This is an optimization exercise on Yosys and OpenROAD, whose aim is small area, a short achievable clock period and few clock cycles per item, not a production implementation.
The RTL was checked by simulation tests, not by an equivalence proof against the original design.

// far_rs_dec
module far_rs_dec (
    input  wire         clk,
    input  wire         rst,
    input  wire         in_valid,
    output wire         in_ready,
    input  wire [159:0] in_cw,
    output reg          out_valid,
    output reg  [127:0] out_data,
    output reg  [1:0]   out_status,
    output reg  [19:0]  out_err_mask
);
export LEC_CHECK = 0
export CAP_MARGIN = 20
export CORE_MARGIN = 2
export CORE_UTILIZATION = 45
export SLEW_MARGIN = 20
export SYNTH_HIERARCHICAL = 1
export SYNTH_MINIMUM_KEEP_SIZE = 0
create_clock -name core_clock -period 56.0 [get_ports {clk}]
standard.sh (not shown) runs the stock make flow with config.mk's settings and CLKGATE_MAP_FILE= SYNTH_SCRIPT=/design/flow/synth_recipe.tcl, a recipe that flattens the netlist after the stock synthesis.
==> flow/flow/run.sh <==
#!/bin/bash
# The standard layout (standard.sh, standard synthesis included), with two
# changes passed to ORFS as make variables:
#  - every input and output port gets a sky130_fd_sc_hd__buf_1 buffer;
#  - CTS clusters up to 20 sinks per buffer and adds no dummy loads.
set -euo pipefail
bash standard.sh \
    "BUFFER_PORTS_ARGS=-buffer_cell sky130_fd_sc_hd__buf_1" \
    "CTS_ARGS=-sink_clustering_enable -sink_clustering_size 20 -sink_clustering_max_diameter 100 -repair_clock_nets -dont_use_dummy_load" \
    finish > standard.log 2>&1
The baseline passed the timing, design-rule and antenna checks.
Testbench counts at the start, summed over its fixed seeds: cycles 16,024, items 16,000.
==> next run, changes <==
--- a/flow/design.v
+++ b/flow/design.v
@@ -4,24 +4,27 @@
 module rs_xnor2 (input wire a, input wire b, output wire y);
     assign y = ~(a ^ b);
 endmodule
 module rs_nand2 (input wire a, input wire b, output wire y);
     assign y = ~(a & b);
 endmodule
 module rs_nor2 (input wire a, input wire b, output wire y);
     assign y = ~(a | b);
 endmodule
 module rs_nor2b (input wire a, input wire b, output wire y);
     assign y = ~a & b;
 endmodule
+module rs_a22o (input wire a, input wire b, input wire c, input wire d, output wire y);
+    assign y = (a & b) | (c & d);
+endmodule
 module rs_inv (input wire a, output wire y);
     assign y = ~a;
 endmodule
 module rs_inv16 (input wire [3:0] a, output reg [3:0] y);
     always @(*) begin
         case (a)
             4'd0: y = 4'd0;
             4'd1: y = 4'd1;
             4'd2: y = 4'd9;
             4'd3: y = 4'd14;
             4'd4: y = 4'd13;
             4'd5: y = 4'd11;
@@ -4895,25 +4898,30 @@
     assign m2[16] = (x2 == 8'h40);
     assign m1[17] = (x1 == 8'h34);
     assign m2[17] = (x2 == 8'h34);
     assign m1[18] = (x1 == 8'h48);
     assign m2[18] = (x2 == 8'h48);
     assign m1[19] = (x1 == 8'h01);
     assign m2[19] = (x2 == 8'h01);
     wire ok2 = anz2 & bnz2 & trok & (|m1) & (|m2);
     wire ok1 = ~anz2 & ~bnz2 & (|s0_2) & (|m2);
     wire ok  = ok1 | ok2;
     wire [19:0] g1 = m1 & {20{ok}};
     wire [19:0] g2 = m2 & {20{ok}};
-    reg [127:0] fixed;
-    integer j;
-    always @(*) begin
-        for (j = 0; j < 16; j = j + 1)
-            fixed[8*j +: 8] = d2[8*j +: 8] ^ ({8{g1[j]}} & e1p) ^ ({8{g2[j]}} & e2p);
-    end
+    wire [127:0] fixed;
+    genvar gj, gb;
+    generate
+        for (gj = 0; gj < 16; gj = gj + 1) begin : g_sym
+            for (gb = 0; gb < 8; gb = gb + 1) begin : g_bit
+                wire c_s;
+                rs_a22o u_sel (.a(g1[gj]), .b(e1p[gb]), .c(g2[gj]), .d(e2p[gb]), .y(c_s));
+                rs_xor2 u_fix (.a(d2[8*gj+gb]), .b(c_s), .y(fixed[8*gj+gb]));
+            end
+        end
+    endgenerate
     always @(posedge clk) begin
         out_valid    <= v2 & ~rst;
         out_status   <= clean2 ? 2'd0 : ok2 ? 2'd2 : ok1 ? 2'd1 : 2'd3;
         out_data     <= fixed;
         out_err_mask <= g1 | g2;
     end
 endmodule
What happened: The changed run went through all stages and came out clean. Hold slack improves by 0.016 ns. Final area came out lower by about 5.6%. Area after synthesis came out lower by about 6.5%. Sequential share of layout area came out higher by 1.6 points. Core utilization came out higher by 0.28 points.
Testbench counts after the change, summed over its fixed seeds: cycles 16,024, items 16,000.

re-timing with driven ports:
In the flow no input, the clock included, has a driving cell. The finished layouts below were timed again as built, in two steps.
Step 1 assumes that a clkbuf_16 drives the clock port and a buf_2 every other input.
Step 2 moves the port delays by t, midway between the first and last clock arrival at a register: inputs arrive t later, outputs are due t later. That takes back most of the time a late clock gives input paths.
Three values: no drivers, after step 1, after step 2; two values: the first two.
run	shift t [ns]	setup WS [ns]	hold slack, ns	worst setup path at the end	worst data-port slew with drivers (ns)
the first run	0.623	43.700 / 43.638 / 44.261	0.383 / 0.383 / 0.383	register to output	0.09
the second run	0.611	43.727 / 43.666 / 44.277	0.399 / 0.399 / 0.399	register to output	0.09
After both steps every run listed still meets setup and hold.
